What follows belongs to an exercise in optimizing a design on an open flow for small area, a short achievable clock period and few clock cycles; a production flow would make more cautious choices.
The RTL was checked by simulation tests, not by an equivalence proof against the original design.
Power is estimated from default activity; no workload was simulated.

===== design.v =====
module crc_engine (
    input  wire [1:0]  poly,
    input  wire [31:0] c,
    input  wire [31:0] d,
    output reg  [31:0] crc1,
    output reg  [31:0] crc4
);
    wire [7:0] p0_1, p0_4;
    wire [15:0] p1_1, p1_4;
    wire [31:0] p2_1, p2_4;
    wire [31:0] p3_1, p3_4;
    wire x_0_0 = c[0] ^ d[0];
    wire x_0_8 = c[0] ^ d[8];
    wire x_10_10 = c[10] ^ d[10];
    wire x_10_2 = c[10] ^ d[2];
    wire x_11_11 = c[11] ^ d[11];
    wire x_11_3 = c[11] ^ d[3];
    wire x_12_12 = c[12] ^ d[12];
    wire x_12_4 = c[12] ^ d[4];
    wire x_13_13 = c[13] ^ d[13];
    wire x_13_5 = c[13] ^ d[5];
    wire x_14_14 = c[14] ^ d[14];
    wire x_14_6 = c[14] ^ d[6];
    wire x_15_15 = c[15] ^ d[15];
    wire x_15_7 = c[15] ^ d[7];
    wire x_16_16 = c[16] ^ d[16];
    wire x_17_17 = c[17] ^ d[17];
    wire x_18_18 = c[18] ^ d[18];
    wire x_19_19 = c[19] ^ d[19];
    wire x_1_1 = c[1] ^ d[1];
    wire x_1_9 = c[1] ^ d[9];
    wire x_20_20 = c[20] ^ d[20];
    wire x_21_21 = c[21] ^ d[21];
    wire x_22_22 = c[22] ^ d[22];
    wire x_23_23 = c[23] ^ d[23];
    wire x_24_24 = c[24] ^ d[24];
    wire x_25_25 = c[25] ^ d[25];
    wire x_26_26 = c[26] ^ d[26];
    wire x_27_27 = c[27] ^ d[27];
    wire x_28_28 = c[28] ^ d[28];
    wire x_29_29 = c[29] ^ d[29];
    wire x_2_10 = c[2] ^ d[10];
    wire x_2_2 = c[2] ^ d[2];
    wire x_30_30 = c[30] ^ d[30];
    wire x_31_31 = c[31] ^ d[31];
    wire x_3_11 = c[3] ^ d[11];
    wire x_3_3 = c[3] ^ d[3];
    wire x_4_12 = c[4] ^ d[12];
    wire x_4_4 = c[4] ^ d[4];
    wire x_5_13 = c[5] ^ d[13];
    wire x_5_5 = c[5] ^ d[5];
    wire x_6_14 = c[6] ^ d[14];
    wire x_6_6 = c[6] ^ d[6];
    wire x_7_15 = c[7] ^ d[15];
    wire x_7_7 = c[7] ^ d[7];
    wire x_8_0 = c[8] ^ d[0];
    wire x_8_8 = c[8] ^ d[8];
    wire x_9_1 = c[9] ^ d[1];
    wire x_9_9 = c[9] ^ d[9];
    assign p0_1[0] = ((x_0_0 ^ x_4_4) ^ (x_5_5 ^ x_6_6));
    assign p0_1[1] = ((x_1_1 ^ x_5_5) ^ (x_6_6 ^ x_7_7));
    assign p0_1[2] = ((x_4_4 ^ x_5_5) ^ (x_7_7 ^ (x_0_0 ^ x_2_2)));
    assign p0_1[3] = ((x_0_0 ^ x_1_1) ^ (x_3_3 ^ x_4_4));
    assign p0_1[4] = ((x_0_0 ^ x_1_1) ^ (x_2_2 ^ x_6_6));
    assign p0_1[5] = ((x_1_1 ^ x_2_2) ^ (x_3_3 ^ x_7_7));
    assign p0_1[6] = (x_4_4 ^ (x_2_2 ^ x_3_3));
    assign p0_1[7] = (x_5_5 ^ (x_3_3 ^ x_4_4));
    assign p0_4[0] = ((x_7_7 ^ ((d[23] ^ d[24]) ^ (d[28] ^ d[29]))) ^ ((x_1_1 ^ x_4_4) ^ (((d[30] ^ d[8]) ^ x_0_0) ^ (d[9] ^ (d[18] ^ d[21])))));
    assign p0_4[1] = ((((d[22] ^ d[25]) ^ (d[29] ^ d[30])) ^ ((d[31] ^ d[8]) ^ x_1_1)) ^ ((d[9] ^ (d[10] ^ d[19])) ^ (x_2_2 ^ x_5_5)));
    assign p0_4[2] = ((((x_0_0 ^ x_1_1) ^ (x_2_2 ^ x_3_3)) ^ (x_7_7 ^ ((d[10] ^ d[11]) ^ (d[16] ^ d[18])))) ^ ((x_4_4 ^ x_6_6) ^ (((d[20] ^ d[21]) ^ (d[24] ^ d[26])) ^ ((d[28] ^ d[29]) ^ (d[31] ^ d[8])))));
    assign p0_4[3] = ((x_5_5 ^ ((d[16] ^ d[17]) ^ (d[18] ^ d[19]))) ^ ((((d[22] ^ d[23]) ^ (d[24] ^ d[25])) ^ ((d[27] ^ d[28]) ^ x_0_0)) ^ ((d[8] ^ (d[11] ^ d[12])) ^ (x_2_2 ^ x_3_3))));
    assign p0_4[4] = ((x_7_7 ^ ((d[12] ^ d[13]) ^ (d[17] ^ d[19]))) ^ ((x_3_3 ^ x_6_6) ^ (((d[20] ^ d[21]) ^ (d[24] ^ d[25])) ^ ((d[26] ^ d[30]) ^ x_0_0))));
    assign p0_4[5] = ((((d[13] ^ d[14]) ^ (d[18] ^ d[20])) ^ ((d[21] ^ d[22]) ^ (d[25] ^ d[26]))) ^ (((d[27] ^ d[31]) ^ x_1_1) ^ (x_4_4 ^ x_7_7)));
    assign p0_4[6] = ((((d[21] ^ d[22]) ^ (d[23] ^ d[26])) ^ ((d[27] ^ d[28]) ^ x_2_2)) ^ (x_5_5 ^ ((d[14] ^ d[15]) ^ (d[16] ^ d[19]))));
    assign p0_4[7] = ((((d[20] ^ d[22]) ^ (d[23] ^ d[27])) ^ ((d[28] ^ d[29]) ^ x_0_0)) ^ ((d[8] ^ (d[15] ^ d[17])) ^ (x_3_3 ^ x_6_6)));
    assign p1_1[0] = (x_12_4 ^ x_8_0);
    assign p1_1[1] = (x_13_5 ^ x_9_1);
    assign p1_1[2] = (x_10_2 ^ x_14_6);
    assign p1_1[3] = (x_11_3 ^ x_15_7);
    assign p1_1[4] = x_12_4;
    assign p1_1[5] = (x_8_0 ^ (x_12_4 ^ x_13_5));
    assign p1_1[6] = (x_9_1 ^ (x_13_5 ^ x_14_6));
    assign p1_1[7] = (x_15_7 ^ (x_10_2 ^ x_14_6));
    assign p1_1[8] = (x_15_7 ^ (c[0] ^ x_11_3));
    assign p1_1[9] = (c[1] ^ x_12_4);
    assign p1_1[10] = (c[2] ^ x_13_5);
    assign p1_1[11] = (c[3] ^ x_14_6);
    assign p1_1[12] = ((c[4] ^ x_12_4) ^ (x_15_7 ^ x_8_0));
    assign p1_1[13] = (x_9_1 ^ (c[5] ^ x_13_5));
    assign p1_1[14] = (x_14_6 ^ (c[6] ^ x_10_2));
    assign p1_1[15] = (x_15_7 ^ (c[7] ^ x_11_3));
    assign p1_4[0] = ((x_6_14 ^ ((d[20] ^ d[24]) ^ x_10_2)) ^ ((x_3_11 ^ x_4_12) ^ ((d[28] ^ (d[16] ^ d[19])) ^ (x_11_3 ^ x_12_4))));
    assign p1_4[1] = ((x_7_15 ^ ((d[21] ^ d[25]) ^ x_11_3)) ^ ((x_4_12 ^ x_5_13) ^ ((d[29] ^ (d[17] ^ d[20])) ^ (x_12_4 ^ x_13_5))));
    assign p1_4[2] = ((x_8_0 ^ ((d[22] ^ d[26]) ^ x_12_4)) ^ ((x_5_13 ^ x_6_14) ^ ((d[30] ^ (d[18] ^ d[21])) ^ (x_13_5 ^ x_14_6))));
    assign p1_4[3] = ((x_9_1 ^ ((d[23] ^ d[27]) ^ x_13_5)) ^ ((x_6_14 ^ x_7_15) ^ ((d[31] ^ (d[19] ^ d[22])) ^ (x_14_6 ^ x_15_7))));
    assign p1_4[4] = ((((d[16] ^ d[20]) ^ (d[23] ^ d[28])) ^ (x_0_8 ^ x_10_2)) ^ ((x_14_6 ^ x_15_7) ^ (x_7_15 ^ x_8_0)));
    assign p1_4[5] = ((((x_0_8 ^ x_10_2) ^ (x_12_4 ^ x_15_7)) ^ ((x_1_9 ^ x_3_11) ^ (x_4_12 ^ x_6_14))) ^ ((x_8_0 ^ x_9_1) ^ (((d[16] ^ d[17]) ^ (d[19] ^ d[20])) ^ ((d[21] ^ d[24]) ^ (d[28] ^ d[29])))));
    assign p1_4[6] = ((((x_13_5 ^ x_1_9) ^ (x_2_10 ^ x_4_12)) ^ (x_9_1 ^ ((d[17] ^ d[18]) ^ (d[20] ^ d[21])))) ^ ((x_5_13 ^ x_7_15) ^ (((d[22] ^ d[25]) ^ (d[29] ^ d[30])) ^ (x_10_2 ^ x_11_3))));
    assign p1_4[7] = ((((x_12_4 ^ x_14_6) ^ (x_2_10 ^ x_3_11)) ^ (x_8_0 ^ ((d[18] ^ d[19]) ^ (d[21] ^ d[22])))) ^ ((x_5_13 ^ x_6_14) ^ (((d[23] ^ d[26]) ^ (d[30] ^ d[31])) ^ (x_10_2 ^ x_11_3))));
    assign p1_4[8] = ((((x_0_8 ^ x_11_3) ^ (x_12_4 ^ x_13_5)) ^ ((x_15_7 ^ x_3_11) ^ (x_4_12 ^ x_6_14))) ^ ((x_7_15 ^ x_9_1) ^ (((d[20] ^ d[22]) ^ (d[23] ^ d[27])) ^ (d[31] ^ (d[16] ^ d[19])))));
    assign p1_4[9] = ((((x_13_5 ^ x_14_6) ^ (x_1_9 ^ x_4_12)) ^ (x_8_0 ^ ((d[16] ^ d[17]) ^ (d[20] ^ d[21])))) ^ ((x_5_13 ^ x_7_15) ^ (((d[23] ^ d[28]) ^ x_0_8) ^ (x_10_2 ^ x_12_4))));
    assign p1_4[10] = ((((x_11_3 ^ x_13_5) ^ (x_14_6 ^ x_15_7)) ^ ((x_1_9 ^ x_2_10) ^ (x_5_13 ^ x_6_14))) ^ ((x_8_0 ^ x_9_1) ^ (((d[21] ^ d[22]) ^ x_0_8) ^ (d[29] ^ (d[17] ^ d[18])))));
    assign p1_4[11] = ((((x_15_7 ^ x_1_9) ^ (x_2_10 ^ x_3_11)) ^ (x_9_1 ^ ((d[22] ^ d[23]) ^ x_10_2))) ^ ((x_6_14 ^ x_7_15) ^ ((d[30] ^ (d[18] ^ d[19])) ^ (x_12_4 ^ x_14_6))));
    assign p1_4[12] = ((x_8_0 ^ ((d[24] ^ d[28]) ^ x_0_8)) ^ (((d[31] ^ (d[16] ^ d[23])) ^ (x_12_4 ^ x_13_5)) ^ ((x_15_7 ^ x_2_10) ^ (x_6_14 ^ x_7_15))));
    assign p1_4[13] = (((x_14_6 ^ x_1_9) ^ (x_3_11 ^ x_7_15)) ^ ((x_8_0 ^ x_9_1) ^ (((d[16] ^ d[17]) ^ (d[25] ^ d[29])) ^ (x_0_8 ^ x_13_5))));
    assign p1_4[14] = (((x_15_7 ^ x_1_9) ^ (x_2_10 ^ x_4_12)) ^ ((x_8_0 ^ x_9_1) ^ (((d[17] ^ d[18]) ^ (d[26] ^ d[30])) ^ (x_10_2 ^ x_14_6))));
    assign p1_4[15] = ((x_9_1 ^ ((d[18] ^ d[19]) ^ (d[27] ^ d[31]))) ^ ((x_3_11 ^ x_5_13) ^ ((x_10_2 ^ x_11_3) ^ (x_15_7 ^ x_2_10))));
    assign p2_1[0] = (c[8] ^ x_2_2);
    assign p2_1[1] = (x_3_3 ^ (c[9] ^ x_0_0));
    assign p2_1[2] = ((c[10] ^ x_0_0) ^ (x_1_1 ^ x_4_4));
    assign p2_1[3] = ((c[11] ^ x_1_1) ^ (x_2_2 ^ x_5_5));
    assign p2_1[4] = ((x_2_2 ^ x_3_3) ^ (x_6_6 ^ (c[12] ^ x_0_0)));
    assign p2_1[5] = ((x_3_3 ^ x_4_4) ^ (x_7_7 ^ (c[13] ^ x_1_1)));
    assign p2_1[6] = (x_5_5 ^ (c[14] ^ x_4_4));
    assign p2_1[7] = ((c[15] ^ x_0_0) ^ (x_5_5 ^ x_6_6));
    assign p2_1[8] = ((c[16] ^ x_1_1) ^ (x_6_6 ^ x_7_7));
    assign p2_1[9] = (c[17] ^ x_7_7);
    assign p2_1[10] = (c[18] ^ x_2_2);
    assign p2_1[11] = (c[19] ^ x_3_3);
    assign p2_1[12] = (x_4_4 ^ (c[20] ^ x_0_0));
    assign p2_1[13] = ((c[21] ^ x_0_0) ^ (x_1_1 ^ x_5_5));
    assign p2_1[14] = ((c[22] ^ x_1_1) ^ (x_2_2 ^ x_6_6));
    assign p2_1[15] = ((c[23] ^ x_2_2) ^ (x_3_3 ^ x_7_7));
    assign p2_1[16] = ((x_2_2 ^ x_3_3) ^ (x_4_4 ^ (c[24] ^ x_0_0)));
    assign p2_1[17] = ((x_4_4 ^ x_5_5) ^ ((c[25] ^ x_0_0) ^ (x_1_1 ^ x_3_3)));
    assign p2_1[18] = (((x_1_1 ^ x_2_2) ^ (x_4_4 ^ x_5_5)) ^ (x_6_6 ^ (c[26] ^ x_0_0)));
    assign p2_1[19] = (((x_2_2 ^ x_3_3) ^ (x_5_5 ^ x_6_6)) ^ (x_7_7 ^ (c[27] ^ x_1_1)));
    assign p2_1[20] = ((x_4_4 ^ x_6_6) ^ (x_7_7 ^ (c[28] ^ x_3_3)));
    assign p2_1[21] = ((x_4_4 ^ x_5_5) ^ (x_7_7 ^ (c[29] ^ x_2_2)));
    assign p2_1[22] = ((x_3_3 ^ x_5_5) ^ (x_6_6 ^ (c[30] ^ x_2_2)));
    assign p2_1[23] = ((x_4_4 ^ x_6_6) ^ (x_7_7 ^ (c[31] ^ x_3_3)));
    assign p2_1[24] = ((x_4_4 ^ x_5_5) ^ (x_7_7 ^ (x_0_0 ^ x_2_2)));
    assign p2_1[25] = ((x_5_5 ^ x_6_6) ^ ((x_0_0 ^ x_1_1) ^ (x_2_2 ^ x_3_3)));
    assign p2_1[26] = (((x_2_2 ^ x_3_3) ^ (x_4_4 ^ x_6_6)) ^ (x_7_7 ^ (x_0_0 ^ x_1_1)));
    assign p2_1[27] = ((x_4_4 ^ x_5_5) ^ (x_7_7 ^ (x_1_1 ^ x_3_3)));
    assign p2_1[28] = ((x_0_0 ^ x_4_4) ^ (x_5_5 ^ x_6_6));
    assign p2_1[29] = ((x_5_5 ^ x_6_6) ^ (x_7_7 ^ (x_0_0 ^ x_1_1)));
    assign p2_1[30] = ((x_0_0 ^ x_1_1) ^ (x_6_6 ^ x_7_7));
    assign p2_1[31] = (x_1_1 ^ x_7_7);
    assign p2_4[0] = ((((x_26_26 ^ x_2_2) ^ (x_3_3 ^ x_4_4)) ^ (x_8_8 ^ (x_0_0 ^ x_16_16))) ^ ((x_6_6 ^ x_7_7) ^ ((x_1_1 ^ x_20_20) ^ (x_22_22 ^ x_23_23))));
    assign p2_4[1] = ((((x_2_2 ^ x_3_3) ^ (x_4_4 ^ x_5_5)) ^ (x_9_9 ^ (x_17_17 ^ x_1_1))) ^ ((x_7_7 ^ x_8_8) ^ ((x_21_21 ^ x_23_23) ^ (x_24_24 ^ x_27_27))));
    assign p2_4[2] = ((((x_24_24 ^ x_25_25) ^ (x_28_28 ^ x_2_2)) ^ ((x_3_3 ^ x_4_4) ^ (x_5_5 ^ x_6_6))) ^ ((x_8_8 ^ x_9_9) ^ ((x_0_0 ^ x_10_10) ^ (x_18_18 ^ x_22_22))));
    assign p2_4[3] = ((((x_23_23 ^ x_25_25) ^ (x_26_26 ^ x_29_29)) ^ ((x_3_3 ^ x_4_4) ^ (x_5_5 ^ x_6_6))) ^ ((x_7_7 ^ x_9_9) ^ ((x_10_10 ^ x_11_11) ^ (x_19_19 ^ x_1_1))));
    assign p2_4[4] = ((((x_24_24 ^ x_26_26) ^ (x_27_27 ^ x_2_2)) ^ ((x_30_30 ^ x_4_4) ^ (x_5_5 ^ x_6_6))) ^ ((x_7_7 ^ x_8_8) ^ ((x_10_10 ^ x_11_11) ^ (x_12_12 ^ x_20_20))));
    assign p2_4[5] = ((((x_12_12 ^ x_13_13) ^ (x_21_21 ^ x_25_25)) ^ ((x_27_27 ^ x_28_28) ^ (x_31_31 ^ x_3_3))) ^ (((x_5_5 ^ x_6_6) ^ (x_7_7 ^ x_8_8)) ^ (x_9_9 ^ (x_0_0 ^ x_11_11))));
    assign p2_4[6] = ((((x_20_20 ^ x_23_23) ^ (x_28_28 ^ x_29_29)) ^ (x_9_9 ^ (x_0_0 ^ x_10_10))) ^ ((x_2_2 ^ x_3_3) ^ ((x_12_12 ^ x_13_13) ^ (x_14_14 ^ x_16_16))));
    assign p2_4[7] = ((((x_1_1 ^ x_21_21) ^ (x_24_24 ^ x_29_29)) ^ (x_4_4 ^ (x_10_10 ^ x_11_11))) ^ ((x_30_30 ^ x_3_3) ^ ((x_13_13 ^ x_14_14) ^ (x_15_15 ^ x_17_17))));
    assign p2_4[8] = ((((x_15_15 ^ x_16_16) ^ (x_18_18 ^ x_22_22)) ^ ((x_25_25 ^ x_2_2) ^ (x_30_30 ^ x_31_31))) ^ ((x_4_4 ^ x_5_5) ^ ((x_0_0 ^ x_11_11) ^ (x_12_12 ^ x_14_14))));
    assign p2_4[9] = ((((x_17_17 ^ x_19_19) ^ (x_20_20 ^ x_22_22)) ^ ((x_2_2 ^ x_31_31) ^ (x_4_4 ^ x_5_5))) ^ ((x_7_7 ^ x_8_8) ^ ((x_0_0 ^ x_12_12) ^ (x_13_13 ^ x_15_15))));
    assign p2_4[10] = (((x_4_4 ^ x_5_5) ^ (x_7_7 ^ x_9_9)) ^ (((x_0_0 ^ x_13_13) ^ (x_14_14 ^ x_18_18)) ^ ((x_21_21 ^ x_22_22) ^ (x_26_26 ^ x_2_2))));
    assign p2_4[11] = (((x_3_3 ^ x_5_5) ^ (x_6_6 ^ x_8_8)) ^ (((x_10_10 ^ x_14_14) ^ (x_15_15 ^ x_19_19)) ^ ((x_1_1 ^ x_22_22) ^ (x_23_23 ^ x_27_27))));
    assign p2_4[12] = (((x_4_4 ^ x_6_6) ^ (x_7_7 ^ x_9_9)) ^ (((x_11_11 ^ x_15_15) ^ (x_16_16 ^ x_20_20)) ^ ((x_23_23 ^ x_24_24) ^ (x_28_28 ^ x_2_2))));
    assign p2_4[13] = ((((x_24_24 ^ x_25_25) ^ (x_29_29 ^ x_3_3)) ^ (x_8_8 ^ (x_0_0 ^ x_10_10))) ^ ((x_5_5 ^ x_7_7) ^ ((x_12_12 ^ x_16_16) ^ (x_17_17 ^ x_21_21))));
    assign p2_4[14] = ((((x_18_18 ^ x_1_1) ^ (x_22_22 ^ x_25_25)) ^ ((x_26_26 ^ x_30_30) ^ (x_4_4 ^ x_6_6))) ^ ((x_8_8 ^ x_9_9) ^ ((x_0_0 ^ x_11_11) ^ (x_13_13 ^ x_17_17))));
    assign p2_4[15] = ((((x_19_19 ^ x_1_1) ^ (x_23_23 ^ x_26_26)) ^ ((x_27_27 ^ x_2_2) ^ (x_31_31 ^ x_5_5))) ^ ((x_7_7 ^ x_9_9) ^ ((x_10_10 ^ x_12_12) ^ (x_14_14 ^ x_18_18))));
    assign p2_4[16] = ((((x_13_13 ^ x_15_15) ^ (x_16_16 ^ x_19_19)) ^ ((x_1_1 ^ x_22_22) ^ (x_23_23 ^ x_24_24))) ^ (((x_26_26 ^ x_27_27) ^ (x_28_28 ^ x_4_4)) ^ (x_7_7 ^ (x_10_10 ^ x_11_11))));
    assign p2_4[17] = ((((x_14_14 ^ x_16_16) ^ (x_17_17 ^ x_20_20)) ^ ((x_23_23 ^ x_24_24) ^ (x_25_25 ^ x_27_27))) ^ (((x_28_28 ^ x_29_29) ^ (x_2_2 ^ x_5_5)) ^ (x_8_8 ^ (x_11_11 ^ x_12_12))));
    assign p2_4[18] = ((((x_0_0 ^ x_12_12) ^ (x_13_13 ^ x_15_15)) ^ ((x_17_17 ^ x_18_18) ^ (x_21_21 ^ x_24_24))) ^ (((x_25_25 ^ x_26_26) ^ (x_28_28 ^ x_29_29)) ^ ((x_30_30 ^ x_3_3) ^ (x_6_6 ^ x_9_9))));
    assign p2_4[19] = (((x_31_31 ^ x_4_4) ^ ((x_13_13 ^ x_14_14) ^ (x_16_16 ^ x_18_18))) ^ ((x_7_7 ^ (x_0_0 ^ x_10_10)) ^ (((x_19_19 ^ x_1_1) ^ (x_22_22 ^ x_25_25)) ^ ((x_26_26 ^ x_27_27) ^ (x_29_29 ^ x_30_30)))));
    assign p2_4[20] = (((x_5_5 ^ x_6_6) ^ ((x_14_14 ^ x_15_15) ^ (x_16_16 ^ x_17_17))) ^ ((x_7_7 ^ (x_0_0 ^ x_11_11)) ^ (((x_19_19 ^ x_22_22) ^ (x_27_27 ^ x_28_28)) ^ ((x_30_30 ^ x_31_31) ^ (x_3_3 ^ x_4_4)))));
    assign p2_4[21] = ((((x_26_26 ^ x_28_28) ^ (x_29_29 ^ x_2_2)) ^ (x_5_5 ^ (x_0_0 ^ x_12_12))) ^ ((x_31_31 ^ x_3_3) ^ ((x_15_15 ^ x_17_17) ^ (x_18_18 ^ x_22_22))));
    assign p2_4[22] = (((x_2_2 ^ x_30_30) ^ (x_7_7 ^ x_8_8)) ^ (((x_13_13 ^ x_18_18) ^ (x_19_19 ^ x_20_20)) ^ ((x_22_22 ^ x_26_26) ^ (x_27_27 ^ x_29_29))));
    assign p2_4[23] = ((((x_27_27 ^ x_28_28) ^ (x_30_30 ^ x_31_31)) ^ (x_9_9 ^ (x_0_0 ^ x_14_14))) ^ ((x_3_3 ^ x_8_8) ^ ((x_19_19 ^ x_20_20) ^ (x_21_21 ^ x_23_23))));
    assign p2_4[24] = ((((x_10_10 ^ x_15_15) ^ (x_16_16 ^ x_21_21)) ^ ((x_23_23 ^ x_24_24) ^ (x_26_26 ^ x_28_28))) ^ (((x_29_29 ^ x_2_2) ^ (x_31_31 ^ x_3_3)) ^ ((x_6_6 ^ x_7_7) ^ (x_8_8 ^ x_9_9))));
    assign p2_4[25] = ((((x_17_17 ^ x_1_1) ^ (x_20_20 ^ x_23_23)) ^ ((x_24_24 ^ x_25_25) ^ (x_26_26 ^ x_27_27))) ^ (((x_29_29 ^ x_2_2) ^ (x_30_30 ^ x_6_6)) ^ (x_9_9 ^ (x_10_10 ^ x_11_11))));
    assign p2_4[26] = ((((x_12_12 ^ x_18_18) ^ (x_21_21 ^ x_24_24)) ^ ((x_25_25 ^ x_26_26) ^ (x_27_27 ^ x_28_28))) ^ (((x_2_2 ^ x_30_30) ^ (x_31_31 ^ x_3_3)) ^ (x_7_7 ^ (x_10_10 ^ x_11_11))));
    assign p2_4[27] = (((x_31_31 ^ x_6_6) ^ ((x_12_12 ^ x_13_13) ^ (x_16_16 ^ x_19_19))) ^ ((x_7_7 ^ (x_0_0 ^ x_11_11)) ^ (((x_1_1 ^ x_20_20) ^ (x_23_23 ^ x_25_25)) ^ ((x_27_27 ^ x_28_28) ^ (x_29_29 ^ x_2_2)))));
    assign p2_4[28] = ((((x_13_13 ^ x_14_14) ^ (x_16_16 ^ x_17_17)) ^ ((x_21_21 ^ x_22_22) ^ (x_23_23 ^ x_24_24))) ^ (((x_28_28 ^ x_29_29) ^ (x_30_30 ^ x_4_4)) ^ (x_6_6 ^ (x_0_0 ^ x_12_12))));
    assign p2_4[29] = ((((x_0_0 ^ x_13_13) ^ (x_14_14 ^ x_15_15)) ^ ((x_17_17 ^ x_18_18) ^ (x_1_1 ^ x_22_22))) ^ (((x_23_23 ^ x_24_24) ^ (x_25_25 ^ x_29_29)) ^ ((x_30_30 ^ x_31_31) ^ (x_5_5 ^ x_7_7))));
    assign p2_4[30] = ((((x_24_24 ^ x_25_25) ^ (x_30_30 ^ x_31_31)) ^ (x_7_7 ^ (x_14_14 ^ x_15_15))) ^ ((x_3_3 ^ x_4_4) ^ ((x_18_18 ^ x_19_19) ^ (x_20_20 ^ x_22_22))));
    assign p2_4[31] = ((((x_25_25 ^ x_2_2) ^ (x_31_31 ^ x_3_3)) ^ (x_7_7 ^ (x_0_0 ^ x_15_15))) ^ ((x_5_5 ^ x_6_6) ^ ((x_19_19 ^ x_1_1) ^ (x_21_21 ^ x_22_22))));
    assign p3_1[0] = ((x_3_3 ^ x_4_4) ^ ((c[8] ^ x_0_0) ^ (x_1_1 ^ x_2_2)));
    assign p3_1[1] = (((x_1_1 ^ x_2_2) ^ (x_3_3 ^ x_4_4)) ^ (x_5_5 ^ (c[9] ^ x_0_0)));
    assign p3_1[2] = (((x_2_2 ^ x_3_3) ^ (x_4_4 ^ x_5_5)) ^ (x_6_6 ^ (c[10] ^ x_1_1)));
    assign p3_1[3] = (((x_3_3 ^ x_4_4) ^ (x_5_5 ^ x_6_6)) ^ (x_7_7 ^ (c[11] ^ x_2_2)));
    assign p3_1[4] = ((x_6_6 ^ x_7_7) ^ ((c[12] ^ x_1_1) ^ (x_2_2 ^ x_5_5)));
    assign p3_1[5] = ((x_4_4 ^ x_6_6) ^ (x_7_7 ^ (c[13] ^ x_1_1)));
    assign p3_1[6] = ((x_5_5 ^ x_7_7) ^ ((c[14] ^ x_1_1) ^ (x_3_3 ^ x_4_4)));
    assign p3_1[7] = ((x_3_3 ^ x_5_5) ^ (x_6_6 ^ (c[15] ^ x_1_1)));
    assign p3_1[8] = ((x_6_6 ^ x_7_7) ^ ((c[16] ^ x_0_0) ^ (x_2_2 ^ x_4_4)));
    assign p3_1[9] = ((x_5_5 ^ x_7_7) ^ ((c[17] ^ x_0_0) ^ (x_2_2 ^ x_4_4)));
    assign p3_1[10] = ((x_4_4 ^ x_5_5) ^ (x_6_6 ^ (c[18] ^ x_2_2)));
    assign p3_1[11] = ((x_5_5 ^ x_6_6) ^ (x_7_7 ^ (c[19] ^ x_3_3)));
    assign p3_1[12] = ((x_6_6 ^ x_7_7) ^ ((c[20] ^ x_1_1) ^ (x_2_2 ^ x_3_3)));
    assign p3_1[13] = (x_7_7 ^ (c[21] ^ x_1_1));
    assign p3_1[14] = ((c[22] ^ x_1_1) ^ (x_3_3 ^ x_4_4));
    assign p3_1[15] = ((x_2_2 ^ x_4_4) ^ (x_5_5 ^ (c[23] ^ x_0_0)));
    assign p3_1[16] = ((x_5_5 ^ x_6_6) ^ ((c[24] ^ x_0_0) ^ (x_1_1 ^ x_3_3)));
    assign p3_1[17] = (((x_1_1 ^ x_2_2) ^ (x_4_4 ^ x_6_6)) ^ (x_7_7 ^ (c[25] ^ x_0_0)));
    assign p3_1[18] = ((c[26] ^ x_4_4) ^ (x_5_5 ^ x_7_7));
    assign p3_1[19] = (((c[27] ^ x_0_0) ^ (x_1_1 ^ x_2_2)) ^ ((x_3_3 ^ x_4_4) ^ (x_5_5 ^ x_6_6)));
    assign p3_1[20] = (((c[28] ^ x_1_1) ^ (x_2_2 ^ x_3_3)) ^ ((x_4_4 ^ x_5_5) ^ (x_6_6 ^ x_7_7)));
    assign p3_1[21] = ((x_6_6 ^ x_7_7) ^ ((c[29] ^ x_0_0) ^ (x_1_1 ^ x_5_5)));
    assign p3_1[22] = ((x_6_6 ^ x_7_7) ^ ((c[30] ^ x_0_0) ^ (x_3_3 ^ x_4_4)));
    assign p3_1[23] = ((x_3_3 ^ x_5_5) ^ (x_7_7 ^ (c[31] ^ x_2_2)));
    assign p3_1[24] = (x_6_6 ^ (x_1_1 ^ x_2_2));
    assign p3_1[25] = ((x_0_0 ^ x_2_2) ^ (x_3_3 ^ x_7_7));
    assign p3_1[26] = x_2_2;
    assign p3_1[27] = x_3_3;
    assign p3_1[28] = (x_0_0 ^ x_4_4);
    assign p3_1[29] = (x_5_5 ^ (x_0_0 ^ x_1_1));
    assign p3_1[30] = ((x_0_0 ^ x_1_1) ^ (x_2_2 ^ x_6_6));
    assign p3_1[31] = ((x_2_2 ^ x_3_3) ^ (x_7_7 ^ (x_0_0 ^ x_1_1)));
    assign p3_4[0] = (((x_7_7 ^ x_9_9) ^ ((x_11_11 ^ x_14_14) ^ (x_15_15 ^ x_16_16))) ^ (((x_2_2 ^ x_4_4) ^ (x_5_5 ^ x_6_6)) ^ (((x_1_1 ^ x_20_20) ^ (x_23_23 ^ x_24_24)) ^ ((x_25_25 ^ x_26_26) ^ (x_27_27 ^ x_28_28)))));
    assign p3_4[1] = (((x_7_7 ^ x_8_8) ^ ((x_10_10 ^ x_12_12) ^ (x_15_15 ^ x_16_16))) ^ (((x_2_2 ^ x_3_3) ^ (x_5_5 ^ x_6_6)) ^ (((x_17_17 ^ x_21_21) ^ (x_24_24 ^ x_25_25)) ^ ((x_26_26 ^ x_27_27) ^ (x_28_28 ^ x_29_29)))));
    assign p3_4[2] = (((x_8_8 ^ x_9_9) ^ ((x_11_11 ^ x_13_13) ^ (x_16_16 ^ x_17_17))) ^ (((x_3_3 ^ x_4_4) ^ (x_6_6 ^ x_7_7)) ^ (((x_18_18 ^ x_22_22) ^ (x_25_25 ^ x_26_26)) ^ ((x_27_27 ^ x_28_28) ^ (x_29_29 ^ x_30_30)))));
    assign p3_4[3] = ((((x_28_28 ^ x_29_29) ^ (x_30_30 ^ x_31_31)) ^ ((x_4_4 ^ x_5_5) ^ (x_7_7 ^ x_8_8))) ^ ((x_9_9 ^ (x_0_0 ^ x_10_10)) ^ (((x_12_12 ^ x_14_14) ^ (x_17_17 ^ x_18_18)) ^ ((x_19_19 ^ x_23_23) ^ (x_26_26 ^ x_27_27)))));
    assign p3_4[4] = (((x_4_4 ^ x_7_7) ^ ((x_13_13 ^ x_14_14) ^ (x_16_16 ^ x_18_18))) ^ ((x_8_8 ^ (x_0_0 ^ x_10_10)) ^ (((x_19_19 ^ x_23_23) ^ (x_25_25 ^ x_26_26)) ^ ((x_29_29 ^ x_2_2) ^ (x_30_30 ^ x_31_31)))));
    assign p3_4[5] = ((((x_17_17 ^ x_19_19) ^ (x_23_23 ^ x_25_25)) ^ ((x_28_28 ^ x_2_2) ^ (x_30_30 ^ x_31_31))) ^ (((x_3_3 ^ x_4_4) ^ (x_6_6 ^ x_7_7)) ^ (x_8_8 ^ (x_0_0 ^ x_16_16))));
    assign p3_4[6] = ((((x_11_11 ^ x_14_14) ^ (x_15_15 ^ x_16_16)) ^ ((x_17_17 ^ x_18_18) ^ (x_23_23 ^ x_25_25))) ^ (((x_27_27 ^ x_28_28) ^ (x_29_29 ^ x_2_2)) ^ ((x_31_31 ^ x_3_3) ^ (x_6_6 ^ x_8_8))));
    assign p3_4[7] = (((x_5_5 ^ x_6_6) ^ ((x_0_0 ^ x_11_11) ^ (x_12_12 ^ x_14_14))) ^ (((x_29_29 ^ x_2_2) ^ (x_30_30 ^ x_3_3)) ^ (((x_17_17 ^ x_18_18) ^ (x_19_19 ^ x_1_1)) ^ ((x_20_20 ^ x_23_23) ^ (x_25_25 ^ x_27_27)))));
    assign p3_4[8] = (((x_6_6 ^ x_7_7) ^ ((x_12_12 ^ x_13_13) ^ (x_15_15 ^ x_18_18))) ^ (((x_30_30 ^ x_31_31) ^ (x_3_3 ^ x_4_4)) ^ (((x_19_19 ^ x_1_1) ^ (x_20_20 ^ x_21_21)) ^ ((x_24_24 ^ x_26_26) ^ (x_28_28 ^ x_2_2)))));
    assign p3_4[9] = (((x_8_8 ^ x_9_9) ^ ((x_0_0 ^ x_11_11) ^ (x_13_13 ^ x_15_15))) ^ (((x_29_29 ^ x_31_31) ^ (x_3_3 ^ x_6_6)) ^ (((x_19_19 ^ x_1_1) ^ (x_21_21 ^ x_22_22)) ^ ((x_23_23 ^ x_24_24) ^ (x_26_26 ^ x_28_28)))));
    assign p3_4[10] = ((x_6_6 ^ (x_10_10 ^ x_11_11)) ^ (((x_12_12 ^ x_15_15) ^ (x_22_22 ^ x_26_26)) ^ ((x_28_28 ^ x_29_29) ^ (x_30_30 ^ x_5_5))));
    assign p3_4[11] = (((x_30_30 ^ x_31_31) ^ (x_6_6 ^ x_7_7)) ^ (((x_0_0 ^ x_11_11) ^ (x_12_12 ^ x_13_13)) ^ ((x_16_16 ^ x_23_23) ^ (x_27_27 ^ x_29_29))));
    assign p3_4[12] = ((((x_27_27 ^ x_2_2) ^ (x_30_30 ^ x_31_31)) ^ ((x_4_4 ^ x_5_5) ^ (x_6_6 ^ x_8_8))) ^ ((x_9_9 ^ (x_11_11 ^ x_12_12)) ^ (((x_13_13 ^ x_15_15) ^ (x_16_16 ^ x_17_17)) ^ ((x_20_20 ^ x_23_23) ^ (x_25_25 ^ x_26_26)))));
    assign p3_4[13] = (((x_31_31 ^ x_3_3) ^ ((x_11_11 ^ x_12_12) ^ (x_13_13 ^ x_15_15))) ^ ((x_4_4 ^ (x_0_0 ^ x_10_10)) ^ (((x_17_17 ^ x_18_18) ^ (x_1_1 ^ x_20_20)) ^ ((x_21_21 ^ x_23_23) ^ (x_25_25 ^ x_2_2)))));
    assign p3_4[14] = ((((x_12_12 ^ x_13_13) ^ (x_15_15 ^ x_18_18)) ^ ((x_19_19 ^ x_20_20) ^ (x_21_21 ^ x_22_22))) ^ (((x_23_23 ^ x_25_25) ^ (x_27_27 ^ x_28_28)) ^ ((x_3_3 ^ x_6_6) ^ (x_7_7 ^ x_9_9))));
    assign p3_4[15] = (((x_4_4 ^ x_7_7) ^ ((x_13_13 ^ x_14_14) ^ (x_16_16 ^ x_19_19))) ^ ((x_8_8 ^ (x_0_0 ^ x_10_10)) ^ (((x_20_20 ^ x_21_21) ^ (x_22_22 ^ x_23_23)) ^ ((x_24_24 ^ x_26_26) ^ (x_28_28 ^ x_29_29)))));
    assign p3_4[16] = (((x_8_8 ^ x_9_9) ^ ((x_0_0 ^ x_11_11) ^ (x_14_14 ^ x_15_15))) ^ (((x_27_27 ^ x_29_29) ^ (x_30_30 ^ x_5_5)) ^ (((x_17_17 ^ x_1_1) ^ (x_20_20 ^ x_21_21)) ^ ((x_22_22 ^ x_23_23) ^ (x_24_24 ^ x_25_25)))));
    assign p3_4[17] = (((x_6_6 ^ x_9_9) ^ ((x_10_10 ^ x_12_12) ^ (x_15_15 ^ x_16_16))) ^ (((x_28_28 ^ x_2_2) ^ (x_30_30 ^ x_31_31)) ^ (((x_18_18 ^ x_1_1) ^ (x_21_21 ^ x_22_22)) ^ ((x_23_23 ^ x_24_24) ^ (x_25_25 ^ x_26_26)))));
    assign p3_4[18] = (((x_6_6 ^ x_9_9) ^ ((x_0_0 ^ x_10_10) ^ (x_13_13 ^ x_14_14))) ^ (((x_31_31 ^ x_3_3) ^ (x_4_4 ^ x_5_5)) ^ (((x_15_15 ^ x_17_17) ^ (x_19_19 ^ x_1_1)) ^ ((x_20_20 ^ x_22_22) ^ (x_28_28 ^ x_29_29)))));
    assign p3_4[19] = ((x_9_9 ^ (x_10_10 ^ x_18_18)) ^ (((x_21_21 ^ x_24_24) ^ (x_25_25 ^ x_26_26)) ^ ((x_27_27 ^ x_28_28) ^ (x_29_29 ^ x_30_30))));
    assign p3_4[20] = ((x_31_31 ^ (x_10_10 ^ x_11_11)) ^ (((x_19_19 ^ x_22_22) ^ (x_25_25 ^ x_26_26)) ^ ((x_27_27 ^ x_28_28) ^ (x_29_29 ^ x_30_30))));
    assign p3_4[21] = ((((x_12_12 ^ x_14_14) ^ (x_15_15 ^ x_16_16)) ^ ((x_1_1 ^ x_24_24) ^ (x_25_25 ^ x_29_29))) ^ (((x_2_2 ^ x_30_30) ^ (x_31_31 ^ x_4_4)) ^ ((x_5_5 ^ x_6_6) ^ (x_7_7 ^ x_9_9))));
    assign p3_4[22] = (((x_8_8 ^ x_9_9) ^ ((x_0_0 ^ x_10_10) ^ (x_11_11 ^ x_13_13))) ^ (((x_30_30 ^ x_31_31) ^ (x_3_3 ^ x_4_4)) ^ (((x_14_14 ^ x_17_17) ^ (x_1_1 ^ x_20_20)) ^ ((x_23_23 ^ x_24_24) ^ (x_27_27 ^ x_28_28)))));
    assign p3_4[23] = ((((x_23_23 ^ x_26_26) ^ (x_27_27 ^ x_29_29)) ^ (x_7_7 ^ (x_10_10 ^ x_12_12))) ^ ((x_31_31 ^ x_6_6) ^ ((x_16_16 ^ x_18_18) ^ (x_20_20 ^ x_21_21))));
    assign p3_4[24] = (((x_6_6 ^ x_8_8) ^ ((x_14_14 ^ x_15_15) ^ (x_16_16 ^ x_17_17))) ^ ((((x_19_19 ^ x_1_1) ^ (x_20_20 ^ x_21_21)) ^ ((x_22_22 ^ x_23_23) ^ (x_25_25 ^ x_26_26))) ^ (((x_2_2 ^ x_30_30) ^ (x_4_4 ^ x_5_5)) ^ (x_9_9 ^ (x_0_0 ^ x_13_13)))));
    assign p3_4[25] = (((x_6_6 ^ x_7_7) ^ ((x_15_15 ^ x_16_16) ^ (x_17_17 ^ x_18_18))) ^ ((((x_1_1 ^ x_20_20) ^ (x_21_21 ^ x_22_22)) ^ ((x_23_23 ^ x_24_24) ^ (x_26_26 ^ x_27_27))) ^ (((x_2_2 ^ x_31_31) ^ (x_3_3 ^ x_5_5)) ^ (x_9_9 ^ (x_10_10 ^ x_14_14)))));
    assign p3_4[26] = ((((x_14_14 ^ x_17_17) ^ (x_18_18 ^ x_19_19)) ^ ((x_1_1 ^ x_20_20) ^ (x_21_21 ^ x_22_22))) ^ (((x_26_26 ^ x_3_3) ^ (x_5_5 ^ x_8_8)) ^ (x_9_9 ^ (x_0_0 ^ x_10_10))));
    assign p3_4[27] = ((((x_0_0 ^ x_10_10) ^ (x_11_11 ^ x_15_15)) ^ ((x_18_18 ^ x_19_19) ^ (x_1_1 ^ x_20_20))) ^ (((x_21_21 ^ x_22_22) ^ (x_23_23 ^ x_27_27)) ^ ((x_2_2 ^ x_4_4) ^ (x_6_6 ^ x_9_9))));
    assign p3_4[28] = (((x_3_3 ^ x_5_5) ^ ((x_11_11 ^ x_12_12) ^ (x_16_16 ^ x_19_19))) ^ ((x_7_7 ^ (x_0_0 ^ x_10_10)) ^ (((x_1_1 ^ x_20_20) ^ (x_21_21 ^ x_22_22)) ^ ((x_23_23 ^ x_24_24) ^ (x_28_28 ^ x_2_2)))));
    assign p3_4[29] = (((x_4_4 ^ x_6_6) ^ ((x_13_13 ^ x_17_17) ^ (x_1_1 ^ x_20_20))) ^ ((x_8_8 ^ (x_11_11 ^ x_12_12)) ^ (((x_21_21 ^ x_22_22) ^ (x_23_23 ^ x_24_24)) ^ ((x_25_25 ^ x_29_29) ^ (x_2_2 ^ x_3_3)))));
    assign p3_4[30] = (((x_7_7 ^ x_9_9) ^ ((x_0_0 ^ x_12_12) ^ (x_13_13 ^ x_14_14))) ^ (((x_30_30 ^ x_3_3) ^ (x_4_4 ^ x_5_5)) ^ (((x_18_18 ^ x_21_21) ^ (x_22_22 ^ x_23_23)) ^ ((x_24_24 ^ x_25_25) ^ (x_26_26 ^ x_2_2)))));
    assign p3_4[31] = ((((x_25_25 ^ x_26_26) ^ (x_27_27 ^ x_31_31)) ^ ((x_3_3 ^ x_4_4) ^ (x_5_5 ^ x_6_6))) ^ ((x_8_8 ^ (x_0_0 ^ x_10_10)) ^ (((x_13_13 ^ x_14_14) ^ (x_15_15 ^ x_19_19)) ^ ((x_1_1 ^ x_22_22) ^ (x_23_23 ^ x_24_24)))));
    always @(*) begin
        case (poly)
            2'd0: begin crc1 = {24'd0, p0_1}; crc4 = {24'd0, p0_4}; end
            2'd1: begin crc1 = {16'd0, p1_1}; crc4 = {16'd0, p1_4}; end
            2'd2: begin crc1 = p2_1; crc4 = p2_4; end
            default: begin crc1 = p3_1; crc4 = p3_4; end
        endcase
    end
endmodule
module crc_unit (
    input  wire        clk,
    input  wire        rst,
    input  wire        fs,
    input  wire        req,
    input  wire        we,
    input  wire [7:0]  addr,
    input  wire [31:0] wdata,
    output wire        ready,
    output wire [31:0] rdata
);
    reg        wr;        
    reg        fsq;       
    reg [7:2]  aq;        
    reg [31:0] wd;        
    wire [5:0] widx   = aq[7:2];
    wire [2:0] blk    = aq[7:5];    
    wire [2:0] reg_id = aq[4:2];
    reg [3:0] ctl;        
    reg [3:0] mismatch;   
    reg [3:0] mm_sat;     
    reg       cfg_rej;    
    reg [5:0]  cfg     [0:3];
    reg [15:0] cfg2    [0:3];   
    reg [31:0] val     [0:3];   
    reg [31:0] res_raw [0:3];   
    reg [1:0]  res_poly[0:3];   
    reg [2:0]  cnt     [0:3];   
    reg [31:0] mm_cnt  [0:3];
    reg [3:0]  active, open;
    reg [3:0]  val_ok;          
    reg [3:0]  res_ok;          
    reg [3:0] s_ch;                   
    reg [3:0] s_cfg, s_cfg2, s_mm;    
    reg       s_ctl, s_stat;          
    reg [1:0]  poly_s;
    reg [31:0] val_s;
    integer k;
    always @(*) begin
        poly_s = 2'd0;
        val_s  = 32'd0;
        for (k = 0; k < 4; k = k + 1) begin
            poly_s = poly_s | ({2{s_ch[k]}} & cfg[k][1:0]);
            val_s  = val_s  | ({32{s_ch[k]}} & val[k]);
        end
    end
    wire [31:0] crc1, crc4;
    crc_engine u_eng (.poly(poly_s), .c(val_s), .d(wd), .crc1(crc1), .crc4(crc4));
    reg [31:0] init_s;
    always @(*) begin
        case (poly_s)
            2'd0:    init_s = 32'h000000FF;
            2'd1:    init_s = 32'h0000FFFF;
            default: init_s = 32'hFFFFFFFF;
        endcase
    end
    wire [31:0] val_new = !reg_id[2] ? wd : reg_id[1] ? init_s : reg_id[0] ? crc1 : crc4;
    wire [3:0] reject, mm_event, sat_event, end_pend;
    wire [3:0] val_ok_n, res_ok_n, end_pend_n;   
    wire [1:0] res_poly_n [0:3];
    wire [3:0] ctl_n = (wr && widx == 6'd0) ? wd[3:0] : ctl;
    wire [31:0] wd_r = rst ? 32'd0 : wd;    
    genvar c;
    generate
        for (c = 0; c < 4; c = c + 1) begin : chn
            wire [1:0] poly  = cfg[c][1:0];
            wire [2:0] snoop = cfg[c][4:2];
            wire       dir   = cfg[c][5];
            wire sel       = wr && (blk == c + 1);
            wire wr_cfg    = sel && reg_id == 3'd0;
            wire wr_cfg2   = sel && reg_id == 3'd1;
            wire wr_val    = sel && reg_id == 3'd2;
            wire wr_feed32 = sel && reg_id == 3'd4;
            wire wr_feed8  = sel && reg_id == 3'd5;
            wire wr_cmd    = sel && reg_id == 3'd6;
            reg [31:0] mask, residue;
            reg [2:0]  width;
            always @(*) begin
                case (poly)
                    2'd0:    begin mask = 32'h000000FF; residue = 32'h000000C4; width = 3'd1; end
                    2'd1:    begin mask = 32'h0000FFFF; residue = 32'h00000000; width = 3'd2; end
                    2'd2:    begin mask = 32'hFFFFFFFF; residue = 32'hDEBB20E3; width = 3'd4; end
                    default: begin mask = 32'hFFFFFFFF; residue = 32'hB798B438; width = 3'd4; end
                endcase
            end
            assign end_pend[c] = active[c] && !ctl[c] && open[c];
            wire act_a  = fsq ? ctl[c] : active[c];
            wire fs_end = fsq && end_pend[c];
            wire open_a = open[c] && !fs_end;
            wire sw      = act_a && (snoop == 3'd0);
            wire cmd_end = sw && wr_cmd && wd[1] && open_a;
            wire cmd_go  = sw && wr_cmd && wd[0];
            wire feed8   = sw && open_a && wr_feed8;
            wire feed32  = sw && open_a && wr_feed32;
            wire val_wok = !act_a || sw;
            wire val_we  = (wr_val && val_wok) || feed8 || feed32 || cmd_go;
            wire cfg_bad = act_a || (wd[4:2] > 3'd4) || (wd[4:2] == 3'd4 && wd[5]);
            assign reject[c] = (wr_cfg && cfg_bad) || (wr_cfg2 && act_a) || (wr_val && !val_wok);
            wire stream_end = fs_end || cmd_end;
            wire bad_check  = (cnt[c] < width) || ((val[c] & mask) != residue);
            reg [31:0] mm_p;
            reg [7:0]  mm_g, mm_gp;
            integer b;
            always @(*) begin
                for (b = 0; b < 8; b = b + 1)
                    mm_g[b] = &mm_cnt[c][4*b +: 4];
                mm_gp[0] = 1'b1;
                for (b = 1; b < 8; b = b + 1)
                    mm_gp[b] = mm_gp[b - 1] & mm_g[b - 1];
                for (b = 0; b < 32; b = b + 1)
                    mm_p[b] = mm_gp[b / 4] & &(mm_cnt[c][4*(b/4) +: 4] | (4'hF << (b % 4)));
            end
            wire mm_inc = mm_event[c] && !(mm_gp[7] && mm_g[7]);
            wire res_we     = stream_end && !dir;
            assign mm_event[c]  = stream_end && dir && bad_check;
            wire open_n = cmd_go || (open_a && !cmd_end);
            assign val_ok_n[c]   = !rst && (val_ok[c] || val_we);
            assign res_ok_n[c]   = !rst && (res_ok[c] || res_we);
            assign res_poly_n[c] = res_we ? poly : res_poly[c];
            assign end_pend_n[c] = !rst && act_a && !ctl_n[c] && open_n;
            assign sat_event[c] = mm_event[c] && (&mm_cnt[c][31:1]);
            always @(posedge clk) begin
                if (rst) begin
                    mm_cnt[c] <= 32'd0;
                    active[c] <= 1'b0;
                    open[c]   <= 1'b0;
                    val_ok[c] <= 1'b0;
                    res_ok[c] <= 1'b0;
                end else begin
                    active[c] <= act_a;
                    open[c]   <= open_n;
                    mm_cnt[c] <= mm_cnt[c] ^ ({32{mm_inc}} & mm_p);
                    if (val_we)
                        val_ok[c] <= 1'b1;
                    if (res_we)
                        res_ok[c] <= 1'b1;
                end
            end
            always @(posedge clk) begin
                if (rst || (wr_cfg && !cfg_bad))
                    cfg[c] <= wd_r[5:0];
                if (rst || (wr_cfg2 && !act_a))
                    cfg2[c] <= {wd_r[18:16], wd_r[14:8], wd_r[5:0]};
            end
            always @(posedge clk) begin
                if (res_we) begin
                    res_raw[c]  <= val[c];
                    res_poly[c] <= poly;
                end
                if (val_we)
                    val[c] <= val_new;
                if (feed8)
                    cnt[c] <= (cnt[c] >= 3'd3) ? 3'd4 : cnt[c] + 3'd1;
                if (feed32)
                    cnt[c] <= 3'd4;
                if (cmd_go)
                    cnt[c] <= 3'd0;
            end
        end
    endgenerate
    wire stat_wr = wr && widx == 6'd1;
    always @(posedge clk) begin
        if (rst) begin
            ctl      <= 4'd0;
            mismatch <= 4'd0;
            mm_sat   <= 4'd0;
            cfg_rej  <= 1'b0;
        end else begin
            if (wr && widx == 6'd0)
                ctl <= wd[3:0];
            if (stat_wr) begin
                mismatch <= (mismatch & ~wd[3:0]) | mm_event;
                mm_sat   <= (mm_sat & ~wd[7:4]) | sat_event;
                cfg_rej  <= (cfg_rej & ~wd[8]) | (|reject);
            end else begin
                mismatch <= mismatch | mm_event;
                mm_sat   <= mm_sat | sat_event;
                cfg_rej  <= cfg_rej | (|reject);
            end
        end
    end
    reg [3:0] s_rres;   
    reg       s_vok;    
    reg       s_inv_lo, s_keep_mid, s_inv_mid, s_hi;   
    reg [31:0] res_t, mm_t;
    reg [15:0] c2_t;
    reg [5:0]  cfg_t;
    always @(*) begin
        res_t = 32'd0; mm_t = 32'd0; c2_t = 16'd0; cfg_t = 6'd0;
        for (k = 0; k < 4; k = k + 1) begin
            res_t = res_t | ({32{s_rres[k]}} & res_raw[k]);
            mm_t  = mm_t  | ({32{s_mm[k]}} & mm_cnt[k]);
            c2_t  = c2_t  | ({16{s_cfg2[k]}} & cfg2[k]);
            cfg_t = cfg_t | ({6{s_cfg[k]}} & cfg[k]);
        end
    end
    wire [31:0] res_v = {(res_t[31:16] & {16{s_hi}}) ^ {16{s_hi}},
                         (res_t[15:8] & {8{s_keep_mid}}) ^ {8{s_inv_mid}},
                         res_t[7:0] ^ {8{s_inv_lo}}};
    wire [31:0] rval = ({32{s_vok}} & val_s)
                     | res_v
                     | mm_t
                     | {13'd0, c2_t[15:13], 1'b0, c2_t[12:6], 2'b00, c2_t[5:0]}
                     | {26'd0, cfg_t}
                     | ({32{s_ctl}} & {28'd0, ctl})
                     | ({32{s_stat}} & {23'd0, cfg_rej, mm_sat, mismatch});
    wire       a_ch   = addr[7:5] >= 3'd1 && addr[7:5] <= 3'd4;
    wire [1:0] a_c    = addr[6:5] - 2'd1;
    wire       a_rok  = a_ch && addr[4:2] == 3'd3 && res_ok_n[a_c];
    wire [1:0] a_rp   = res_poly_n[a_c];
    reg  rd_ok;
    always @(posedge clk) begin
        aq <= addr[7:2];
        wd <= wdata;
        s_ctl  <= addr[7:2] == 6'd0;
        s_stat <= addr[7:2] == 6'd1;
        s_vok  <= a_ch && addr[4:2] == 3'd2 && val_ok_n[a_c];
        for (k = 0; k < 4; k = k + 1) begin
            s_ch[k]   <= addr[7:5] == k + 1;
            s_cfg[k]  <= addr[7:5] == k + 1 && addr[4:2] == 3'd0;
            s_cfg2[k] <= addr[7:5] == k + 1 && addr[4:2] == 3'd1;
            s_rres[k] <= addr[7:5] == k + 1 && addr[4:2] == 3'd3 && res_ok_n[k];
            s_mm[k]   <= addr[7:5] == k + 1 && addr[4:2] == 3'd7;
        end
        s_inv_lo   <= a_rok && a_rp != 2'd1;
        s_keep_mid <= a_rok && a_rp != 2'd0;
        s_inv_mid  <= a_rok && a_rp[1];
        s_hi       <= a_rok && a_rp[1];
        if (rst) begin
            wr    <= 1'b0;
            fsq   <= 1'b0;
            rd_ok <= 1'b0;
        end else begin
            wr    <= req && we;
            fsq   <= fs;
            rd_ok <= req && !we && !rd_ok && !(fs && (|end_pend_n));
        end
    end
    assign ready = we || rd_ok;
    assign rdata = rval;
endmodule

===== flow/run.sh =====
#!/bin/bash
set -o pipefail
export SETUP_SLACK_MARGIN=5.56
export BUFFER_PORTS_ARGS="-buffer_cell sky130_fd_sc_hd__buf_1"
export CTS_ARGS="-sink_clustering_enable -repair_clock_nets -sink_clustering_size 24 -sink_clustering_max_diameter 90 -dont_use_dummy_load"
bash standard.sh > standard.log 2>&1

===== standard.sh =====
#!/bin/bash
# synth_recipe.tcl (not shown) runs the flow's synth.tcl, then flattens the netlist and writes it again
# the make line also repeats each setting of config.mk as NAME=value (left out here)
make -C /OpenROAD-flow-scripts/flow DESIGN_CONFIG=/design/flow/config.mk WORK_HOME=/design/flow/orfs CLKGATE_MAP_FILE= SYNTH_SCRIPT=/design/flow/synth_recipe.tcl "${@:-finish}"

===== config.mk =====
export PLATFORM = sky130hd
export DESIGN_NAME = crc_unit
export DESIGN_NICKNAME = crc_unit
export VERILOG_FILES = /design/flow/design.v
export SDC_FILE = /design/flow/constraint.sdc
export NUM_CORES = 4
export LEC_CHECK = 0
export CAP_MARGIN = 20
export CORE_MARGIN = 2
export CORE_UTILIZATION = 40
export CTS_CLUSTER_DIAMETER = 90
export CTS_CLUSTER_SIZE = 24
export SLEW_MARGIN = 20

===== constraint.sdc =====
create_clock -name core_clock -period 10.0 [get_ports {clk}]
set_input_delay 2.0000 -clock core_clock [delete_from_list [all_inputs] [get_ports {clk}]]
set_output_delay 2.0000 -clock core_clock [all_outputs]
set_load 0.01 [all_outputs]

==> impl_metrics.ini, run 1 <==
[routing]
post_drt_wl_per_cell_microns = 27.9
met2_wirelength_microns = 55200
firstDrtPassIters = 6
drc = 0
detail-route-antenna-nets = 0
num_vias = 25239
route.met3.wl_microns = 10500
routed.top_layer = met5
post_drt_via_cell_ratio = 5.85
routed_wl_microns = 121000
m1WireLength_microns = 49800
drt-initial-drc-count = 3116

[worst_setup_path]
critical-path-slowest-cell = xnor3_1
endpoint_kind = flop
critPathKind = flop to flop
path_cells = buf_6, a22oi_1, nand2_2, xor2_4, xnor3_1, xnor3_1, xor2_1, xnor2_1, o22ai_1, o21ai_1, a21oi_1
critical_path_required_ns = 10.32
cp_data_arrival_time_ns = 4.86
cp.buffers_inverters = 1
critical-path-max-stage-delay_ns = 0.72
startpoint_type = flop
critPathTopFamily = XOR/XNOR gates
critical_path.most_common_cell = xnor3_1
timing.critical_path.fanout_max = 34

[pwr]
power_frac_comb_pct = 43.0
clock_power_share_pct = 19.8
peak_ir_drop_on_the_vdd_network_v = 0.000194
total_switching_power_mw = 2.57
sw_ratio_pct = 36.1
power_per_cell_area_nw_per_um2 = 192
standby_leakage_power_nw = 12.4
share_seq_of_total_power_pct = 37.2
internal-power_mw = 4.55

[timing]
fin_crit_ns = 4.54
achievable-frequency_mhz = 220
finalSetupTns_ns = 0
setup_viol = 0
final.setup_skew_ns = 0.0954
rsz0062_at_grt = yes
worst_pin_slew_ns = 1.03
slew-limit-headroom_pct = 31.1
finalHoldViolCount = 0
layout_worst_path_cycle_share_pct = 45.4
final_max_slew_viol_count = 0

[floorplan]
core_area_sq_um = 84700
die-height_microns = 296
core.rowCount = 107
initial_core_util_pct = 40.2
die_x_microns = 296
fp.dieArea_sq_um = 87500
top_level_ports = 78

[cts]
cts_tree = yes
clk_latency_ns = 0.60
tritoncts_num_sinks = 588
htree_levels = 2
postCtsHoldBufs = 0
path_clk_slew_ns = 0.10
cts.root.buffer_cell = clkbuf_16
cts_made_buffers = 35
cts_buffer_depth = 3

[synthesis]
postSynth.asyncResetShare_pct = 0
number_of_enable_type_register_cells_in_the_synthesized_netlist = 344
yosys_register_bits = 588
mappedNetlistArea_sq_um = 34100
ys_warn_count = 9
mappedNetlistNets = 3198
synth_cell_type_count = 88
synth_cells = 3128
synth_seq_area_share_pct = 44.7
postSynthAreaPerCell_sq_um = 10.9
synth_top_flop_cell = edfxtp_1

[cells_and_area]
multiInputGateArea_sq_um = 18400
final_cell_mix = xnor2_1 (506), edfxtp_1 (344), nor2_1 (262)
antennaDiodeCount = 0
final_common_cell = xnor2_1
drive_gt1_share_pct = 10.0
regArea_sq_um = 15200
fillCellCount = 8026
areaGrowthSynthToFinish_pct = 9.24
number_of_cells_in_the_finished_layout_apart_from_fillers = 4318
fin_nets = 3246

[grt]
grt.total_usage_pct = 27.3
grt_max_degree = 90
antenna_found_initial = 6
grt_pass1_vias = 23981
grt_first_pass_wirelength_microns = 172000
grt_overflow = 0

[placed_design]
numPortBuffers = 75
dp.cells = 4257
estimated_wirelength_of_the_detail_placed_design_microns = 88400
gp_congestion = 0.987

[run_status]
run_status = timing/DRC/antenna clean

[flow_run]
drv.max_cap_violation_count = 0

[worst_hold_path]
hold_path.class = flop to flop
==> worst register-to-register path: stages (launching register included) <==
cell,delay (ns)
dfxtp_1,0.34
buf_6,0.33
a22oi_1,0.18
nand2_2,0.29
xor2_4,0.61
xnor3_1,0.72
xnor3_1,0.28
xor2_1,0.16
xnor2_1,0.18
o22ai_1,0.39
o21ai_1,0.20
a21oi_1,0.56
==> final timing paths <==
path	start	endpoint	slack, ns	cells after the start
worst max-delay path	s_ch[2]	val[3][15]	5.46	11
worst min-delay path	val_ok[0]	val_ok[0]	0.46	2
worst max register to register	s_ch[2]	val[3][15]	5.46	11
worst min register to register	val_ok[0]	val_ok[0]	0.46	2
==> cell type report <==
| class | instances | share of cell area, % |
|---|---|---|
| Clock buffer | 35 | 2.35 |
| Inverter | 36 | 0.363 |
| Multi-Input combinational cell | 2343 | 49.4 |
| Sequential cell | 588 | 40.9 |
| Tap cell | 1144 | 3.85 |
| Timing Repair Buffer | 172 | 3.11 |
==> kinds of logic (layout without fill, tap and decap cells) <==
| family | Yosys count | in the layout | synth area share [%] |
|---|---|---|---|
| AOI/OAI and AO/OA | 574 | 574 | 12.0 |
| xor gates and xnor gates | 872 | 872 | 26.8 |
| adders and majority gates | 27 | 27 | 0.977 |
| buffers and inverters | 197 | 243 | 2.64 |
| DFF | 588 | 588 | 44.7 |
| muxes | 27 | 27 | 0.856 |
| and+or+nand+nor | 843 | 843 | 12.1 |
==> state kept, by name (all words and copies together) (netlist names), 4 cells and up <==
name      cells
active        4
aq            6
cfg          24
cfg2         64
cnt          12
ctl           4
mismatch      4
mm_cnt      128
mm_sat        4
open          4
res_ok        4
res_poly      8
res_raw     128
s_cfg         4
s_cfg2        4
s_ch          4
s_mm          4
s_rres        4
val         128
val_ok        4
wd           32
==> power by group through the flow <==
stage	combinational, mW	sequential (mW)	clock [mW]
floorplan	2.21	2.68	0
global placement	2.93	2.71	0
detailed placement	2.93	2.71	0
CTS	2.95	2.65	1.45
global route	3.16	2.66	1.53
finish	3.06	2.65	1.41
==> routing by layer <==
metal | up-vias | track usage (%)
met3 | 255 | 4.48
met2 | 1267 | 43.8
met1 | 12449 | 36.7
li1 | 11266 | -
met5 | - | 0
met4 | 2 | 10.7
==> cells in the mapped netlist (22+ instances only) <==
| master | n | share of area [%] |
|---|---|---|
| a21oi_1 | 107 | 1.6 |
| a221oi_1 | 37 | 0.95 |
| a22o_1 | 40 | 1.0 |
| a22oi_1 | 150 | 3.3 |
| clkbuf_1 | 112 | 1.2 |
| dfxtp_1 | 244 | 14 |
| edfxtp_1 | 344 | 30 |
| ha_1 | 25 | 0.92 |
| inv_1 | 36 | 0.40 |
| nand2_1 | 190 | 2.1 |
| nand3_1 | 95 | 1.4 |
| nand4_1 | 49 | 0.90 |
| nor2_1 | 265 | 2.9 |
| nor2b_1 | 35 | 0.64 |
| nor3_1 | 43 | 0.63 |
| o21ai_0 | 60 | 0.88 |
| o22ai_1 | 27 | 0.50 |
| xnor2_1 | 507 | 13 |
| xnor2_2 | 31 | 1.5 |
| xnor3_1 | 39 | 2.6 |
| xor2_1 | 246 | 6.3 |
| xor2_4 | 22 | 1.8 |
==> per-stage QoR <==
| stage | power, mW | utilization (%) | hold WS (ns) | cell area (sq um) | setup WS (ns) |
|---|---|---|---|---|---|
| after floorplan | 4.88 | - | 0.424 | 34100 | 5.65 |
| after global placement | 5.63 | 42.0 | 0.437 | 35600 | 5.48 |
| after detailed placement | 5.64 | 42.1 | 0.444 | 35700 | 5.44 |
| after CTS | 7.04 | 43.4 | 0.464 | 36800 | 5.47 |
| after global routing | 7.35 | 43.9 | 0.470 | 37200 | 5.48 |
| final | 7.13 | 43.9 | 0.464 | 37200 | 5.46 |
==> what timing repair did <==
item / 4_1_cts / 5_1_grt
resized for setup: 45 / 42
endpoints found under the setup margin: 39 / 49
setup buffers: 1 / 25
cloned: 0 / 0
pin swaps: 5 / 16
Testbench counts, summed over its fixed seeds: cycles 57,215.
==> run 2: changes to the inputs <==
==> flow/run.sh (replaced) <==
#!/bin/bash
set -o pipefail
export SETUP_SLACK_MARGIN=5.65
export BUFFER_PORTS_ARGS="-buffer_cell sky130_fd_sc_hd__buf_1"
export CTS_ARGS="-sink_clustering_enable -repair_clock_nets -sink_clustering_size 24 -sink_clustering_max_diameter 90 -dont_use_dummy_load"
bash standard.sh > standard.log 2>&1
==> impl_metrics.ini, run 2 <==
[worst_setup_path]
endpoint_kind = flop
critPathKind = flop to flop
startpoint_type = flop
cp_data_arrival_time_ns = 4.76
critical_path_required_ns = 10.32
timing.critical_path.fanout_max = 34

[placed_design]
dp.cells = 4257
gp_congestion = 0.987
estimated_wirelength_of_the_detail_placed_design_microns = 88400
dp_worst_setup_slack_ns = 5.44
numPortBuffers = 75

[pwr]
total_switching_power_mw = 2.58
power_per_cell_area_nw_per_um2 = 188
share_seq_of_total_power_pct = 37.0
standby_leakage_power_nw = 12.8
peak_ir_drop_on_the_vdd_network_v = 0.000198
internal-power_mw = 4.58
sw_ratio_pct = 36.0
clock_power_share_pct = 19.7
power_frac_comb_pct = 43.2

[synthesis]
postSynth.asyncResetShare_pct = 0
top_cells_by_area_in_the_synthesized_netlist = edfxtp_1 (30%), dfxtp_1 (14%), xnor2_1 (13%)
mappedNetlistArea_sq_um = 34100
synth-compound-area-share_pct = 12.0
synth_cells = 3128
synthXorXnorAreaFrac_pct = 26.8
ys_warn_count = 9
synth_cell_type_count = 88
post_synthesis_share_of_cell_area_spent_on_full_adders_half_adders_and_majority_gates_pct = 0.977
synth_seq_area_share_pct = 44.7
number_of_enable_type_register_cells_in_the_synthesized_netlist = 344
postSynthAreaPerCell_sq_um = 10.9
yosysMostFrequentCell = xnor2_1
synth_top_family_by_area = XOR/XNOR gates
synth_top_flop_cell = edfxtp_1
mappedNetlistNets = 3198
yosys.area_share.simple_pct = 12.1
synth.cells.most_frequent = xnor2_1 (507), edfxtp_1 (344), nor2_1 (265)
yosys_register_bits = 588
post_synth_mux_area_share_pct = 0.856
synth_top_cell_area_share_pct = 30.3
synth_area_leader_cell = edfxtp_1

[floorplan]
die-height_microns = 296
fp.dieArea_sq_um = 87500
initial_core_util_pct = 40.2
core.rowCount = 107
top_level_ports = 78
die_x_microns = 296
core_area_sq_um = 84700

[grt]
antenna_found_initial = 6
grt_overflow = 0
grt_pass1_vias = 24139
grt_max_degree = 90
grt.total_usage_pct = 27.5
grt_first_pass_wirelength_microns = 174000

[routing]
detail-route-antenna-nets = 0
post_drt_via_cell_ratio = 5.89
routed_wl_microns = 123000
firstDrtPassIters = 6
post_drt_wl_per_cell_microns = 28.3
drc = 0
drt-initial-drc-count = 3347
num_vias = 25674

[cts]
cts.root.buffer_cell = clkbuf_16
tritoncts_num_sinks = 588
clk_latency_ns = 0.60
cts_made_buffers = 35
postCtsHoldBufs = 0
cts_tree = yes
htree_levels = 2
path_clk_slew_ns = 0.10
cts_buffer_depth = 3

[cells_and_area]
number_of_cells_in_the_finished_layout_apart_from_fillers = 4358
areaGrowthSynthToFinish_pct = 11.6
largest_registers = mm_cnt: 128 flops, res_raw: 128 flops, val: 128 flops
drive_gt1_share_pct = 12.8
final_common_cell = xnor2_1
fin_nets = 3283
fillCellCount = 7953
final_cell_mix = xnor2_1 (503), edfxtp_1 (344), nor2_1 (262)

[timing]
finalSetupTns_ns = 0
layout_worst_path_cycle_share_pct = 44.4
final.setup_skew_ns = 0.0950
finalHoldViolCount = 0
achievable-frequency_mhz = 225
fin_crit_ns = 4.44
slew-limit-headroom_pct = 30.4
rsz0062_at_grt = yes
setup_viol = 0
worst_pin_slew_ns = 1.03
final_max_slew_viol_count = 0
worst_slack_ns = 5.56

[worst_hold_path]
hold_path.class = flop to flop

[flow_run]
drv.max_cap_violation_count = 0

[run_status]
run_status = timing/DRC/antenna clean
-- run 2: repair_timing --
item / in CTS / in global routing
endpoints found under the setup margin: 68 / 77
pin swaps: 15 / 49
buffers inserted: 8 / 50
gates resized for setup: 82 / 106
gates cloned: 2 / 3
-- run 2: stage by stage --
stage | hold WS, ns | total power, mW | util [%] | area, sq um
CTS | 0.464 | 7.05 | 43.7 | 37000
detailed placement | 0.444 | 5.64 | 42.1 | 35700
floorplan | 0.424 | 4.88 | - | 34100
global placement | 0.437 | 5.63 | 42.0 | 35600
finish | 0.464 | 7.16 | 44.9 | 38000
global route | 0.470 | 7.38 | 44.9 | 38000
-- run 2: layout make-up --
type | count | area, sq um | share of cell area, %
Timing Repair Buffer | 209 | 1670 | 4.39
Antenna cell | 3 | 7.51 | 0.0197
Clock buffer | 35 | 876 | 2.30
Sequential cell | 588 | 15200 | 40.1
Multi-Input combinational cell | 2343 | 18700 | 49.1
Inverter | 36 | 135 | 0.355
Tap cell | 1144 | 1430 | 3.76
-- run 2: per-layer routing --
metal	wire (microns)	track usage, %	share of wire (%)	vias to the layer above
li1	-	-	-	11359
met1	50000	37.0	41	12652
met2	56500	44.1	46	1395
met3	11200	4.38	9.1	266
met4	5530	11.4	4.5	2
met5	13	0	0.011	-
-- run 2: logic make-up after synthesis --
family	count (synthesis)
XOR/XNOR	872
AND/OR/NAND/NOR	843
buffers and inverters	197
multiplexers	27
adder cells (fa/ha/maj)	27
AO/OA/AOI/OAI	574
flip-flops	588
-- run 2: final timing paths --
| path | from | end | slack, ns | cells past startpoint |
|---|---|---|---|---|
| setup / recovery | s_ch[0] | val[3][15] | 5.56 | 11 |
| hold / removal | val_ok[0] | val_ok[0] | 0.46 | 2 |
| setup reg to reg | s_ch[0] | val[3][15] | 5.56 | 11 |
| hold reg to reg | val_ok[0] | val_ok[0] | 0.46 | 2 |
-- run 2: power by group through the flow --
stage	clock [mW]	combinational [mW]	sequential (mW)
2_1_floorplan	0	2.21	2.68
3_3_place_gp	0	2.93	2.71
3_5_place_dp	0	2.93	2.71
4_1_cts	1.45	2.95	2.65
5_1_grt	1.53	3.20	2.65
6_report	1.41	3.10	2.65
-- run 2: worst max-delay path, cell delays in order (launching register included) --
cell	delay (ns)
dfxtp_1	0.34
buf_6	0.31
a22oi_1	0.17
nand2_2	0.25
xor2_1	0.61
xnor3_1	0.62
xnor3_1	0.30
xor2_1	0.16
xnor2_1	0.19
o22ai_1	0.42
o21ai_1	0.20
a21oi_1	0.54
